What follows belongs to an exercise in optimizing a design on an open flow for small area, a short achievable clock period and few clock cycles per item; a production flow would make more cautious choices.

// blk_enc
module blk_enc (
    input  wire         clk,
    input  wire         rst_n,
    input  wire         in_valid,
    output wire         in_ready,
    input  wire [31:0]  in_data,
    input  wire [4:0]   cfg_fmt,
    input  wire [1:0]   cfg_mode,
    input  wire [31:0]  cfg_seed,
    input  wire [31:0]  cfg_idx,
    output wire         out_valid,
    input  wire         out_ready,
    output wire [15:0]  out_head,
    output wire [255:0] out_elems,
    output wire         out_overflow,
    output wire [5:0]   out_lost
);
    localparam [31:0] C0 = 32'h9E3779B9;
    localparam [1:0] MODE_RNE = 2'd0, MODE_RTZ = 2'd1, MODE_SR = 2'd2;
    localparam integer NC = 33;              
    integer i;
    function [1:0] f_m;                      
        input [4:0] f;
        case (f)
            5'h0A, 5'h0D, 5'h0B, 5'h0F: f_m = 2'd3;
            5'h0E, 5'h10:               f_m = 2'd2;
            default:                    f_m = 2'd1;
        endcase
    endfunction
    function [3:0] f_bias;
        input [4:0] f;
        case (f)
            5'h0A, 5'h0D: f_bias = 4'd7;
            5'h0E:        f_bias = 4'd15;
            5'h10:        f_bias = 4'd3;
            default:      f_bias = 4'd1;
        endcase
    endfunction
    function [3:0] f_emax;
        input [4:0] f;
        case (f)
            5'h0A, 5'h0D: f_emax = 4'd8;
            5'h0E:        f_emax = 4'd15;
            5'h10:        f_emax = 4'd4;
            default:      f_emax = 4'd2;
        endcase
    endfunction
    function [1:0] f_sbit;                   
        input [4:0] f;
        case (f)
            5'h0A, 5'h0D, 5'h0E:        f_sbit = 2'd3;
            5'h0B, 5'h0F, 5'h10:        f_sbit = 2'd2;
            default:                    f_sbit = 2'd1;
        endcase
    endfunction
    function [1:0] f_sigm;
        input [4:0] f;
        case (f)
            5'h0A, 5'h0D, 5'h0E, 5'h10: f_sigm = 2'd1;
            5'h0B, 5'h0F:               f_sigm = 2'd2;
            default:                    f_sigm = 2'd0;
        endcase
    endfunction
    function f_bead;
        input [4:0] f;
  ...
make LEC_CHECK=0 CAP_MARGIN=20 CORE_MARGIN=2 CORE_UTILIZATION=40 PLACE_DENSITY=0.6 SLEW_MARGIN=20 finish   # period 30.0 ns
run.sh (not shown) runs the stock make flow with config.mk's settings and CLKGATE_MAP_FILE= SYNTH_SCRIPT=/design/flow/synth_recipe.tcl, a recipe that flattens the netlist after the stock synthesis.
Rerun with:
--- a/flow/design.v
+++ b/flow/design.v
@@ -167,23 +167,23 @@
     wire        ff    = (lj[2:0] == 3'd0);
     wire        fb    = (lj == 5'd0);
     wire        nfnz  = (!ff && fnz) || w_nz;
     wire        nbnz  = (!fb && bnz) || w_nz;
     wire [8:0]  nfmx  = (w_nz && (ff || !fnz || w_key > fmx)) ? w_key : fmx;
     wire [8:0]  nbmx  = (w_nz && (fb || !bnz || w_key > bmx)) ? w_key : bmx;
     wire        nnan  = (!fb && r_nan) || w_nan;
     wire        ninf  = (!fb && r_inf) || w_inf;
     always @(posedge clk) begin
-        if (w0) begin
+        if (fire && w0) begin
             fmt_in  <= cfg_fmt;
             mode_in <= cfg_mode;
         end
-        if (lf && lj == 5'd31) begin
+        if (complete) begin
             fmt_blk  <= fmt_in;
             mode_blk <= mode_in;
         end
         if (lf) begin
             fmx   <= nfmx;
             fnz   <= nfnz;
             bmx   <= nbmx;
             bnz   <= nbnz;
             r_nan <= nnan;
@@ -196,77 +196,66 @@
                 hm    <= nbmx;
                 f_any <= nbnz;
                 f_nan <= nnan;
                 f_inf <= ninf;
             end
         end
     end
     reg  [31:0] ma, mq;
     reg  [4:0]  mcnt;
-    reg         hb_pend;      
-    wire        ld_hpre;
-    wire        m_load = w0 && (!hb_pend || ld_hpre);
     wire [32:0] msum = {1'b0, ma} + (mq[0] ? {1'b0, C0} : 33'd0);
     wire        mb30 = ma[0] ^ mq[0];
     wire        mb31 = (ma[1] ^ (ma[0] & mq[0])) ^ mq[1];
     wire [31:0] h_base = {mb31, mb30, mq[31:2]};
     always @(posedge clk) begin
-        if (m_load) begin
+        if (fire && w0) begin
             ma   <= cfg_seed;
             mq   <= cfg_idx;
             mcnt <= 5'd0;
-        end else if (!w0 && mcnt != 5'd30) begin
+        end else if (mcnt != 5'd30) begin
             ma   <= msum[32:1];
             mq   <= {msum[0], mq[31:1]};
             mcnt <= mcnt + 5'd1;
         end
     end
     reg  [31:0] hpre;
-    assign      ld_hpre = (rd_go && rd_j == 5'd31 && cnt == NC) || (lf && lj == 5'd31 && cnt == 6'd32);
+    wire        ld_hpre = (rd_go && rd_j == 5'd31 && cnt == NC) || (complete && cnt == 6'd31);
     always @(posedge clk) begin
         if (ld_hpre)
             hpre <= h_base;
         else if (rd_go)
             hpre <= hpre + C0;
     end
     wire       out_free = !out_valid_r || out_ready;
     reg        v1, v2, v3;
-    wire       sk_hold     = out_valid_r && (skid_full || v3);    
-    wire       skid_full_n = sk_hold && !out_ready;
-    wire [5:0] cnt_p0      = cnt - {5'd0, rd_go};
-    wire [5:0] cnt_p1      = cnt + 6'd1 - {5'd0, rd_go};
-    wire [5:0] cnt_n       = fire ? cnt_p1 : cnt_p0;
+    wire       skid_full_n = skid_full ? !out_free : (v3 && !out_free);
+    wire [5:0] cnt_n       = cnt + {5'd0, fire} - {5'd0, rd_go};
     wire [5:0] in_lab_n    = fire ? ph_inc : in_lab;
-    wire [5:0] rd_lab_n    = rd_go ? ph_inc : ((cnt == 6'd0) ? ph : rd_lab);
-    wire       ir_f1       = (cnt_p1 != NC) || !sk_hold;                  
-    wire       ir_f0       = (cnt_p0 == 6'd0) ||
-                             ((ph_inc == in_lab) && ((cnt_p0 != NC) || !sk_hold));
-    wire       ir_f0r      = (cnt_p0 == 6'd0) || (ph_inc == in_lab);
-    wire       in_ready_n  = fire ? (ir_f1 || out_ready) : (out_ready ? ir_f0r : ir_f0);
+    wire [5:0] rd_lab_n    = rd_go ? ph_inc : ((fire && cnt == 6'd0) ? ph : rd_lab);
+    wire       in_ready_n  = (cnt_n == 6'd0) ||
+                             ((ph_inc == in_lab_n) && ((cnt_n != NC) || !skid_full_n));
     always @(posedge clk) begin
         if (!rst_n) begin
             ph         <= 6'd0;
             in_lab     <= 6'd0;
             rd_lab     <= 6'd0;
             cnt        <= 6'd0;
             in_j       <= 5'd0;
             rd_j       <= 5'd0;
             in_ready_r <= 1'b0;
             skid_full  <= 1'b0;
             lf         <= 1'b0;
-            hb_pend    <= 1'b0;
         end else begin
             ph         <= ph_inc;
             in_lab     <= in_lab_n;
             rd_lab     <= rd_lab_n;
             cnt        <= cnt_n;
             in_j       <= in_j + {4'd0, fire};
-            hb_pend    <= complete || (hb_pend && !ld_hpre);
             rd_j       <= rd_j + {4'd0, rd_go};
             in_ready_r <= in_ready_n;
             skid_full  <= skid_full_n;
             lf         <= fire;
         end
         lj <= in_j;
     end
     reg  [15:0] c_head;
     reg         c_ovf;
@@ -406,39 +395,36 @@
         end
     end
     wire        c_lost = !s3_spec && s3_nz && (c_qr == 5'd0);
     reg  [7:0]   sk_code;
     reg          sk_lost;
     reg  [15:0]  head_r;
     reg  [255:0] elems_r;
     reg          ovf_r;
     reg  [5:0]   lost_r;
-    wire         o_any  = skid_full || v3;
-    wire         o_wr   = (out_j == 5'd0) ? (out_free && o_any) : o_any;
+    wire         o_wr   = out_free && (skid_full || v3);
     wire [7:0]   o_code = skid_full ? sk_code : c_code;
     wire         o_lost = skid_full ? sk_lost : c_lost;
     always @(posedge clk) begin
         if (!rst_n) begin
             out_valid_r <= 1'b0;
             out_j       <= 5'd0;
         end else begin
             out_valid_r <= (o_wr && out_j == 5'd31) || (out_valid_r && !out_ready);
             if (o_wr)
                 out_j <= out_j + 5'd1;
         end
         if (!skid_full && v3 && !out_free) begin
             sk_code <= c_code;
             sk_lost <= c_lost;
         end
-        for (i = 0; i < 32; i = i + 1)
-            if (o_wr && out_j == i)
-                elems_r[8*i +: 8] <= o_code;
         if (o_wr) begin
+            elems_r <= {o_code, elems_r[255:8]};
             if (out_j == 5'd0) begin
                 head_r <= c_head;
                 ovf_r  <= c_ovf;
                 lost_r <= {5'd0, o_lost};
             end else
                 lost_r <= lost_r + {5'd0, o_lost};
         end
     end
     assign in_ready     = in_ready_r;
=>
- global-route usage fell by 0.59 points
- sequential cell count fell by 1
- clock-buffer cell count rose by 15
- non-clock buffer count fell by 12
- maximum frequency fell by 12%
Function was not checked in any run of this note: the RTL went through the layout flow alone.

---

Setup of TR:
blk_enc, a different RTL version from the one above (not shown whole).
For scale: ~4,900 cells after synthesis, ~1,800 flip-flops, ~390 I/O pins, roughly 67,000 sq um of cells after synthesis.
clock: 30.0 ns
lec_check: 0
cap_margin: 20
core_margin: 2
core_utilization: 40
place_density: 0.6
slew_margin: 20
standard.sh (not shown) runs the stock make flow with config.mk's settings and CLKGATE_MAP_FILE= SYNTH_SCRIPT=/design/flow/synth_recipe.tcl, a recipe that flattens the netlist after the stock synthesis.
==> flow/flow/run.sh <==
#!/bin/bash
# Standard layout (the standard.sh: standard synthesis, floorplan, place,
# CTS, route), with the port buffers made of sky130_fd_sc_hd__buf_2 cells
# instead of the resizer's default pick.
set -euo pipefail
export BUFFER_PORTS_ARGS="-buffer_cell sky130_fd_sc_hd__buf_2"
bash standard.sh > standard_flow.log 2>&1
The following lists how JK was set up differently from TR:
--- a/flow/design.v
+++ b/flow/design.v
@@ -88,29 +88,34 @@
         input [1:0]  sm;
         case (sm)
             2'd1:    gtfrac = f[22] & f[21] & (f[20:0] != 21'd0);
             2'd2:    gtfrac = f[22] & f[21] & f[20] & (f[19:0] != 20'd0);
             default: gtfrac = f[22] & (f[21:0] != 22'd0);
         endcase
     endfunction
-    function [8:0] keyf;
+    function [9:0] okeyf;
         input [30:0] a;
         input [1:0]  sm;
         reg   [4:0]  p;
         reg   [22:0] fr;
         begin
             if (a[30:23] != 8'd0)
-                keyf = {1'b0, a[30:23]} + 9'd22 + {8'd0, gtfrac(a[22:0], sm)};
+                okeyf = {1'b1, a[30:23], gtfrac(a[22:0], sm)};
             else begin
                 p  = msb24({1'b0, a[22:0]});
                 fr = a[22:0] << (5'd23 - p);
-                keyf = {4'd0, p} + {8'd0, gtfrac(fr, sm)};
+                okeyf = {4'b0000, p, gtfrac(fr, sm)};
             end
         end
     endfunction
+    function [8:0] dkey;
+        input [9:0] k;
+        dkey = k[9] ? {1'b0, k[8:1]} + 9'd22 + {8'd0, k[0]}
+                    : {4'd0, k[5:1]} + {8'd0, k[0]};
+    endfunction
     function [31:0] add32;
         input [31:0] a, b;
         reg [31:0] p, g, gg, pp;
         begin
             p = a ^ b;
             g = a & b;
             gg = g; pp = p;
@@ -1042,32 +1047,37 @@
     wire [31:0]      slotl = ring[32*NC-1 -: 32];
     always @(posedge clk)
         ring <= {fire ? in_data : slot0, ring[32*NC-1:32]};
     reg  [4:0]  fmt_in, fmt_blk;
     reg  [1:0]  mode_in, mode_blk;
     reg         lf;           
     reg  [4:0]  lj;           
-    reg  [8:0]  fmx, bmx;     
+    reg  [9:0]  fmx, bmx;     
     reg         fnz, bnz;     
     reg         r_nan, r_inf;
     reg  [8:0]  hk [0:3];     
     reg  [3:0]  zf;           
     reg  [8:0]  hm;           
     reg         f_any, f_nan, f_inf;
     wire        w_ff  = (slotl[30:23] == 8'hFF);
     wire        w_nan = w_ff && (slotl[22:0] != 23'd0);
     wire        w_inf = w_ff && (slotl[22:0] == 23'd0);
     wire        w_nz  = !w_ff && (slotl[30:0] != 31'd0);
-    wire [8:0]  w_key = keyf(slotl[30:0], f_sigm(fmt_in));
+    wire [9:0]  w_key = okeyf(slotl[30:0], f_sigm(fmt_in));
     wire        ff    = (lj[2:0] == 3'd0);
     wire        fb    = (lj == 5'd0);
     wire        nfnz  = (!ff && fnz) || w_nz;
     wire        nbnz  = (!fb && bnz) || w_nz;
-    wire [8:0]  nfmx  = (w_nz && (ff || !fnz || w_key > fmx)) ? w_key : fmx;
-    wire [8:0]  nbmx  = (w_nz && (fb || !bnz || w_key > bmx)) ? w_key : bmx;
+    wire        fsel  = w_nz && (ff || !fnz || w_key > fmx);
+    wire        bsel  = w_nz && (fb || !bnz || w_key > bmx);
+    wire [9:0]  nfmx  = fsel ? w_key : fmx;
+    wire [9:0]  nbmx  = bsel ? w_key : bmx;
+    wire [8:0]  w_dk  = dkey(w_key);
+    wire [8:0]  nfdk  = fsel ? w_dk : dkey(fmx);
+    wire [8:0]  nbdk  = bsel ? w_dk : dkey(bmx);
     wire        nnan  = (!fb && r_nan) || w_nan;
     wire        ninf  = (!fb && r_inf) || w_inf;
     always @(posedge clk) begin
         if (w0) begin
             fmt_in  <= cfg_fmt;
             mode_in <= cfg_mode;
         end
@@ -1079,19 +1089,19 @@
             fmx   <= nfmx;
             fnz   <= nfnz;
             bmx   <= nbmx;
             bnz   <= nbnz;
             r_nan <= nnan;
             r_inf <= ninf;
             if (lj[2:0] == 3'd7) begin
-                hk[lj[4:3]] <= nfmx;
+                hk[lj[4:3]] <= nfdk;
                 zf[lj[4:3]] <= !nfnz;
             end
             if (lj == 5'd31) begin
-                hm    <= nbmx;
+                hm    <= nbdk;
                 f_any <= nbnz;
                 f_nan <= nnan;
                 f_inf <= ninf;
             end
         end
     end
     reg  [31:0] ma, mq;
[summary]
Compared JK vs TR, and count of filler cells inserted in the layout is up in JK.
Synthesized area up 0.68% in JK wrt TR
Die height, JK vs TR: up slightly
Delta (JK minus TR): number of buffers created by CTS went down 2, number of search-and-repair iterations in the first detailed-routing pass moved down, routed wire length held.
JK against TR: fraction of layout instances using a drive strength above 1 now smaller; core box area now larger.
[compare] base=TR new=JK: top achievable clock speed shows an increase of 3.0 MHz; final area shows an increase of about 0.6%; worst setup slack shows an increase of 170 ps.
Status: area overhead of the layout relative to synthesis parity (JK, TR)
No run of this note included a check of the RTL's function; only the layout flow was run.

[static timing again, ports no longer ideal]
In the flow no input, the clock included, has a driving cell. The finished layouts below were timed again as built, in two steps.
Step 1 (the two cells are an assumption about what drives the block):
set clk [get_ports {clk}]
set_driving_cell -lib_cell sky130_fd_sc_hd__clkbuf_16 $clk
set_driving_cell -lib_cell sky130_fd_sc_hd__buf_2 [delete_from_list [all_inputs] $clk]
Step 2 times the ports against the registers' clock, not the clock port: input delays grow and output delays shrink by t, the midpoint of the rising clock arrivals with the driver on.
Three values: no drivers, after step 1, after step 2; two values: the first two.
run	t, ns	setup slack, ns	worst setup path after step 2	latest minus earliest clock arrival (ns)	pins driven straight from the clock port
the first run of note 1	0.879	22.116 / 22.036 / 21.318	input to register	0.064 / 0.063	1
the second run of note 1	0.858	21.009 / 21.061 / 20.203	input to register	0.102 / 0.102	1
TR	0.882	22.353 / 22.353 / 22.208	input to register	0.066 / 0.066	1
JK	0.847	22.525 / 22.452 / 22.339	input to register	0.077 / 0.077	1
After both steps every run listed still meets setup and hold. For the second run of note 1, which loses most, drivers alone change the setup slack by +0.052 ns; drivers and shift together by -0.806 ns.
